Context: an optimization exercise on an open-source flow, tuned for small area, a short achievable clock period and few clock cycles per item. The choices shown serve that exercise and are no tape-out recipe.
At most, simulation tests tie the RTL to the original design; equivalence was not proved.
Power is estimated from default activity; no workload was simulated.

// exact_sum
module exact_sum (
    input  wire        clk,
    input  wire        rst,
    input  wire        in_valid,
    output wire        in_ready,
    input  wire [31:0] in_data,
    input  wire [1:0]  in_dtype,
    input  wire        in_last,
    output wire        out_valid,
    input  wire        out_ready,
    output wire [31:0] out_data
);
    integer i;
    reg        rdy;
    reg        r0_v;
    reg        r0_s;        
    reg [4:0]  r0_q;        
    reg [2:0]  r0_r;        
    reg        r0_h;        
    reg [22:0] r0_f;        
    reg        r0_em;       
    reg        r0_fz;       
    reg [1:0]  r0_t;
    reg        r0_l;
    assign in_ready = rdy_o;
    wire take = in_valid & rdy;
    wire        i16  = (in_dtype == 2'd2);
    wire        ib16 = (in_dtype == 2'd1);
    wire [7:0]  ie32 = in_data[30:23];
    wire [7:0]  ie16b = in_data[14:7];
    wire [4:0]  ie16 = in_data[14:10];
    wire        iz32 = (ie32 == 8'd0), iz16b = (ie16b == 8'd0), iz16 = (ie16 == 5'd0);
    wire [7:0]  is32 = iz32 ? 8'd0 : ie32 - 8'd1;
    wire [7:0]  is16b = iz16b ? 8'd0 : ie16b - 8'd1;
    wire [4:0]  is16 = iz16 ? 5'd0 : ie16 - 5'd1;
    wire [22:0] i_f  = i16 ? {in_data[9:0], 13'd0} : ib16 ? {in_data[6:0], 16'd0} : in_data[22:0];
    wire        fz32 = (in_data[22:0] == 23'd0), fz16b = (in_data[6:0] == 7'd0), fz16 = (in_data[9:0] == 10'd0);
    wire        em32 = (ie32 == 8'hff), em16b = (ie16b == 8'hff), em16 = (ie16 == 5'h1f);
    wire        i_ez = i16 ? iz16 : ib16 ? iz16b : iz32;
    always @(posedge clk) begin
        if (rdy) begin
            r0_s    <= (i16 || ib16) ? in_data[15] : in_data[31];
  ...
Size: roughly 690 flip-flops, ~73 I/O pins, about 32000 um2 of cells after synthesis.
==> flow/config.mk <==
export PLATFORM = sky130hd
export DESIGN_NAME = exact_sum
export DESIGN_NICKNAME = exact_sum
export VERILOG_FILES = /design/flow/design.v
export SDC_FILE = /design/flow/constraint.sdc
export NUM_CORES = 8
export LEC_CHECK = 0
export CAP_MARGIN = 20
export CORE_MARGIN = 2
export CORE_UTILIZATION = 40
export SLEW_MARGIN = 20
==> flow/constraint.sdc <==
create_clock -name core_clock -period 15.0 [get_ports {clk}]
set_input_delay 3.0000 -clock core_clock [delete_from_list [all_inputs] [get_ports {clk}]]
set_output_delay 3.0000 -clock core_clock [all_outputs]
set_load 0.01 [all_outputs]
standard.sh (not shown) runs the stock make flow with config.mk's settings and CLKGATE_MAP_FILE= SYNTH_SCRIPT=/design/flow/synth_recipe.tcl, a recipe that flattens the netlist after the stock synthesis.
==> flow/flow/run.sh <==
#!/bin/bash
# Standard synthesis, then the standard layout steps with repair_timing asked
# for a larger setup margin (the SDC, period and IO constraints are unchanged),
# larger clock sink clusters and no dummy clock loads.
set -e
bash standard.sh synth > synth.log 2>&1
bash standard.sh SETUP_SLACK_MARGIN=11 "CTS_ARGS=-sink_clustering_enable -repair_clock_nets -dont_use_dummy_load -sink_clustering_size 30 -sink_clustering_max_diameter 80" finish > layout.log 2>&1
Testbench counts at the start, summed over its fixed seeds: cycles 32,739, items 32,678.
Edit:
--- a/flow/design.v
+++ b/flow/design.v
@@ -29,25 +29,25 @@
     wire [7:0]  ie32 = in_data[30:23];
     wire [7:0]  ie16b = in_data[14:7];
     wire [4:0]  ie16 = in_data[14:10];
     wire        iz32 = (ie32 == 8'd0), iz16b = (ie16b == 8'd0), iz16 = (ie16 == 5'd0);
     wire [7:0]  is32 = iz32 ? 8'd0 : ie32 - 8'd1;
     wire [7:0]  is16b = iz16b ? 8'd0 : ie16b - 8'd1;
     wire [4:0]  is16 = iz16 ? 5'd0 : ie16 - 5'd1;
     wire [22:0] i_f  = i16 ? {in_data[9:0], 13'd0} : ib16 ? {in_data[6:0], 16'd0} : in_data[22:0];
     wire        fz32 = (in_data[22:0] == 23'd0), fz16b = (in_data[6:0] == 7'd0), fz16 = (in_data[9:0] == 10'd0);
     wire        em32 = (ie32 == 8'hff), em16b = (ie16b == 8'hff), em16 = (ie16 == 5'h1f);
     wire        i_ez = i16 ? iz16 : ib16 ? iz16b : iz32;
     always @(posedge clk) begin
-        if (rdy) begin
+        if (rdy || !r0_v) begin
             r0_s    <= (i16 || ib16) ? in_data[15] : in_data[31];
             r0_q    <= i16 ? 5'd14 + {3'd0, is16[4:3]} : ib16 ? is16b[7:3] : is32[7:3];
             r0_r    <= i16 ? is16[2:0] : ib16 ? is16b[2:0] : is32[2:0];
             r0_h    <= !i_ez;
             r0_f    <= i_f;
             r0_em   <= i16 ? em16 : ib16 ? em16b : em32;
             r0_fz   <= i16 ? fz16 : ib16 ? fz16b : fz32;
             r0_t    <= in_dtype;
             r0_l    <= in_last;
         end
     end
     wire        c_sgn  = r0_s;
@@ -94,25 +94,26 @@
     localparam [2:0] RS_IDLE = 3'd0, RS_GCLR = 3'd1, RS_SPILL = 3'd2,
                      RS_FSPILL = 3'd3, RS_SCAN = 3'd4, RS_CAP = 3'd5;
     reg [2:0]   rs;
     reg         rs_act;
     reg [5:0]   pos;
     reg [303:0] ring;
     reg         rc;
     reg         sfin_req;       
     wire pos0  = (pos == 6'd0);
     wire pos37 = (pos == 6'd37);
     wire act   = (rs != RS_IDLE) && (rs_act || pos0);
     wire rdone = act && pos37;
-    reg [55:0] W;
+    reg [53:0] Wr;
+    wire [55:0] W = {Wr[53], Wr[53], Wr};
     reg [4:0]  W_base;
     reg [1:0]  set_dt;
     reg        s_nan, s_pinf, s_ninf;
     reg        cap_fast;
     reg        acons;           
     wire [55:0] a_es = {{24{a_e[31]}}, a_e};
     reg  [2:0]  wsel;           
     reg         wclr;           
     wire [55:0] addend = ({56{wsel[0]}} & a_es) | ({56{wsel[1]}} & {a_es[47:0], 8'd0}) |
                          ({56{wsel[2]}} & {a_es[39:0], 16'd0});
     wire        cap_slow;
     wire [55:0] rwin;
@@ -217,25 +218,25 @@
             a_pinf     <= c_inf & !c_sgn;
             a_ninf     <= c_inf & c_sgn;
         end else if (spill_done) begin
             a_spill <= 1'b0;
             a_clr   <= 1'b1;
         end
     end
     reg        w_ovr;       
     reg        w_bz;
     reg [5:0]  bwin;
     reg        ssign, bzacc;
     always @(posedge clk) begin
-        W <= W_nx;
+        Wr <= W_nx[53:0];
         if (cap_slow) begin
             W_base <= bwin[4:0];
             w_bz   <= !pos0 && bzacc;
         end
         if (rst)           w_ovr <= 1'b0;
         else if (cap_slow) w_ovr <= 1'b1;
         else if (acons)    w_ovr <= 1'b0;
         if (acons) begin
             W_base <= a_base;
             set_dt <= a_dt;
             s_nan  <= (!a_first & s_nan)  | a_nan;
             s_pinf <= (!a_first & s_pinf) | a_pinf;
@@ -337,36 +338,37 @@
     reg [2:0] ld;
     always @(*) begin
         ld = dnzv[6] ? 3'd6 : dnzv[5] ? 3'd5 : dnzv[4] ? 3'd4 : dnzv[3] ? 3'd3 :
              dnzv[2] ? 3'd2 : dnzv[1] ? 3'd1 : 3'd0;
     end
     wire              uz    = (dnzv == 7'd0);
     wire [5:0]        lw    = {ld, dpos[ld]};
     wire              sub   = uz ? !dlim[9] : dsub[ld];
     wire signed [9:0] tsub  = {3'd0, k0} + 10'sd24 - base8;
     wire [6:0]        tnorm = uz ? 7'd23 - {2'd0, pm} : dt_n[ld];
     wire [6:0]        tt    = !sub ? tnorm : (tsub > 10'sd81) ? 7'd81 : tsub[6:0];
     reg         p1_v;
-    reg [55:0]  p1_w;
+    reg [53:0]  p1_wr;
+    wire [55:0] p1_w = {p1_wr[53], p1_wr[53], p1_wr};
     wire        p1_sg = p1_w[55];
     reg         p1_bz, p1_rz, p1_sub;
     reg [6:0]   p1_t;
     reg [6:0]   p1_lx;
     reg [4:0]   p1_b;
     reg [1:0]   p1_dt;
     reg         p1_nan, p1_pinf, p1_ninf;
     always @(posedge clk) begin
         if (rst) p1_v <= 1'b0;
         else     p1_v <= cap_fast;
-        p1_w    <= W;
+        p1_wr   <= W[53:0];
         p1_bz   <= bz;
         p1_rz   <= !sg && uz && !bz;
         p1_sub  <= sub;
         p1_t    <= tt;
         p1_lx   <= uz ? 7'h7f : {1'b0, lw};
         p1_b    <= W_base;
         p1_dt   <= set_dt;
         p1_nan  <= s_nan;
         p1_pinf <= s_pinf;
         p1_ninf <= s_ninf;
     end
     wire [80:0] x0  = {p1_w, 25'd0};
Outcome: Via count is lower by 1.1%; wire length shrinks by 2.8%; first-iteration DRC count falls by 1.9%; power shrinks by 8.0%; cell area is about the same; global-route usage is lower by 0.45 points; synthesized area increases by 0.31%; combinational power is lower by 16%; non-clock buffer count shrinks by 20; setup slack improves by 0.11 ns; count of clock-buffer cells in the layout rose by 1; sequential power is lower by about 3%; clock power hardly moves.
Testbench counts after the change, summed over its fixed seeds: cycles 32,739, items 32,678.

---

PW:
exact_sum, a different RTL version from the one above (not shown whole).
For scale: about 3500 cells after synthesis, roughly 640 flip-flops, roughly 33000 um2 of cells after synthesis.
clock: 15.0 ns
lec_check: 0
cap_margin: 20
core_margin: 2
core_utilization: 40
slew_margin: 20
Scripts as last shown in full above: flow/flow/run.sh
What JK does differently from PW at the input level:
--- a/flow/design.v
+++ b/flow/design.v
@@ -31,21 +31,21 @@
     wire [4:0]  ie16 = in_data[14:10];
     wire        iz32 = (ie32 == 8'd0), iz16b = (ie16b == 8'd0), iz16 = (ie16 == 5'd0);
     wire [7:0]  is32 = iz32 ? 8'd0 : ie32 - 8'd1;
     wire [7:0]  is16b = iz16b ? 8'd0 : ie16b - 8'd1;
     wire [4:0]  is16 = iz16 ? 5'd0 : ie16 - 5'd1;
     wire [22:0] i_f  = i16 ? {in_data[9:0], 13'd0} : ib16 ? {in_data[6:0], 16'd0} : in_data[22:0];
     wire        fz32 = (in_data[22:0] == 23'd0), fz16b = (in_data[6:0] == 7'd0), fz16 = (in_data[9:0] == 10'd0);
     wire        em32 = (ie32 == 8'hff), em16b = (ie16b == 8'hff), em16 = (ie16 == 5'h1f);
     wire        i_ez = i16 ? iz16 : ib16 ? iz16b : iz32;
     always @(posedge clk) begin
-        if (rdy) begin
+        if (rdy || !r0_v) begin
             r0_s    <= (i16 || ib16) ? in_data[15] : in_data[31];
             r0_q    <= i16 ? 5'd14 + {3'd0, is16[4:3]} : ib16 ? is16b[7:3] : is32[7:3];
             r0_r    <= i16 ? is16[2:0] : ib16 ? is16b[2:0] : is32[2:0];
             r0_h    <= !i_ez;
             r0_f    <= i_f;
             r0_em   <= i16 ? em16 : ib16 ? em16b : em32;
             r0_fz   <= i16 ? fz16 : ib16 ? fz16b : fz32;
             r0_t    <= in_dtype;
             r0_l    <= in_last;
         end
@@ -140,22 +140,22 @@
             default:   rs_nx = RS_IDLE;
         endcase
     end
     wire r0v_nx     = take || (r0_v && !adv0);
     wire av_nx      = adv0 || (a_v && !acons);
     wire aspill_nx  = adv0 ? c_spill : (a_spill && !spill_done);
     wire aslowl_nx  = adv0 ? (r0_l && c_slow) : a_slowlast;
     wire alast_nx   = adv0 ? r0_l : a_last;
     wire [1:0] pcnt_nx = pcnt + {1'b0, acons && a_last} - {1'b0, out_take};
     wire pinc       = acons && a_last;
-    wire full_nt    = pcnt[1] || pcnt[0] || pinc;              
-    wire full_t     = pcnt[1] || (pcnt[0] && pinc);           
+    wire full_nt    = pcnt[1] || (pcnt[0] && pinc);           
+    wire full_t     = pcnt[1] && pinc;                        
     wire acons_b    = av_nx && !aspill_nx &&
                       (((rs_nx == RS_IDLE) && !fin_start) ||
                        ((rs_nx == RS_GCLR) && !aslowl_nx));
     wire acons_0    = acons_b && !(alast_nx && full_nt);
     wire acons_1    = acons_b && !(alast_nx && full_t);
     wire acons_nx   = out_take ? acons_1 : acons_0;
     wire r0_hold    = r0_v && !adv0;
     wire rdy_t0     = !av_nx || acons_0;                       
     wire rdy_t1     = !av_nx || acons_1;
     wire rdy_n0     = !r0_hold || rdy_t0;                      
@@ -396,33 +396,46 @@
     reg [7:0] q_emax;
     always @(*) begin
         case (p1_dt)
             2'd2:    begin q_kp = 8'd135; q_emax = 8'd31;  end
             default: begin q_kp = 8'd23;  q_emax = 8'd255; end
         endcase
     end
     wire signed [10:0] rexp = p1_sub ? 11'sd0 :
                               {3'd0, p1_b, 3'd0} + {{4{p1_lx[6]}}, p1_lx} - {3'd0, q_kp};
     wire signed [10:0] emx = {3'd0, q_emax};
-    wire        p2_v    = p1_v;
-    wire [23:0] p2_k    = kept;
-    wire        p2_inc  = rinc;
-    wire        p2_sg   = p1_sg;
-    wire        p2_rz   = p1_rz;
-    wire [7:0]  p2_e    = rexp[7:0];
-    wire        p2_ge0  = (rexp >= emx);
-    wire        p2_ge1  = (rexp >= emx - 11'sd1);
-    wire        p2_ge2  = (rexp >= emx - 11'sd2);
-    wire [1:0]  p2_dt   = p1_dt;
-    wire        p2_nan  = p1_nan;
-    wire        p2_pinf = p1_pinf;
-    wire        p2_ninf = p1_ninf;
+    reg         p2_v;
+    reg [23:0]  p2_k;
+    reg         p2_inc, p2_sg, p2_rz;
+    reg [7:0]   p2_e;
+    reg         p2_ge0, p2_ge1, p2_ge2;
+    reg [1:0]   p2_dt;
+    reg         p2_nan, p2_pinf, p2_ninf;
+    wire p2_blk = p2_v && o_v && !out_ready;
+    always @(posedge clk) begin
+        if (rst)          p2_v <= 1'b0;
+        else if (!p2_blk) p2_v <= p1_v;
+    end
+    always @(posedge clk) if (!p2_blk) begin
+        p2_k    <= kept;
+        p2_inc  <= rinc;
+        p2_sg   <= p1_sg;
+        p2_rz   <= p1_rz;
+        p2_e    <= rexp[7:0];
+        p2_ge0  <= (rexp >= emx);
+        p2_ge1  <= (rexp >= emx - 11'sd1);
+        p2_ge2  <= (rexp >= emx - 11'sd2);
+        p2_dt   <= p1_dt;
+        p2_nan  <= p1_nan;
+        p2_pinf <= p1_pinf;
+        p2_ninf <= p1_ninf;
+    end
     wire [24:0] m1 = {1'b0, p2_k} + {24'd0, p2_inc};
     reg  [1:0]  mhi;     
     always @(*) begin
         case (p2_dt)
             2'd1:    mhi = m1[8:7];
             2'd2:    mhi = m1[11:10];
             default: mhi = m1[24:23];
         endcase
     end
     wire [7:0] ef  = (mhi == 2'd0) ? p2_e : (mhi == 2'd1) ? p2_e + 8'd1 : p2_e + 8'd2;
JK was carried through to the last stage, and its layout satisfied the timing, DRC and antenna checks.
A start-to-end type of the worst setup path of reg2reg is what PW shows, while reg2out belongs to JK.
JK against PW: static leakage fell 3.4%, minimum clock period fell 1760 ps, initial antenna violation count rose 1.
Taking JK over PW, the first-pass GRT wire length ratio works out to 0.907.
Routed wire in JK totals less than in PW.
[JK] critical path depth fell 22 relative to PW
The share of the clock period used by the worst path in JK sits 12 points below the value recorded for PW.
No functional check of the RTL was part of any run of this note.

-- re-timing with driven ports --
No port has a modelled driver above. Below, the same layouts with a new extraction and two added sets of constraints. Step 1, drivers: a clkbuf_16 drives clk and a buf_2 each remaining input, both assumed. Step 2 adds t to the input delays and takes it off the output delays; t is the mean of the earliest and latest rising clock arrival at the registers after step 1. Input paths then give back, and output paths get back, about the clock's delay inside the block. a / b / c = no drivers / after step 1 / after step 2; a / b = the first two.
| run | t, ns | setup slack, ns | clock arrival spread, ns | worst register clock-pin slew, ns |
|---|---|---|---|---|
| the first run of note 1 | 0.627 | 10.801 / 10.738 / 10.479 | 0.085 / 0.085 | 0.11 / 0.11 |
| the second run of note 1 | 0.639 | 10.908 / 10.842 / 10.461 | 0.086 / 0.087 | 0.11 / 0.11 |
| PW | 0.632 | 9.141 / 9.141 / 9.141 | 0.108 / 0.108 | 0.11 / 0.11 |
| JK | 0.623 | 10.900 / 10.829 / 10.474 | 0.092 / 0.092 | 0.10 / 0.10 |
After both steps every run listed still meets setup and hold. For the second run of note 1, which loses most, drivers alone change the setup slack by -0.066 ns; drivers and shift together by -0.447 ns.
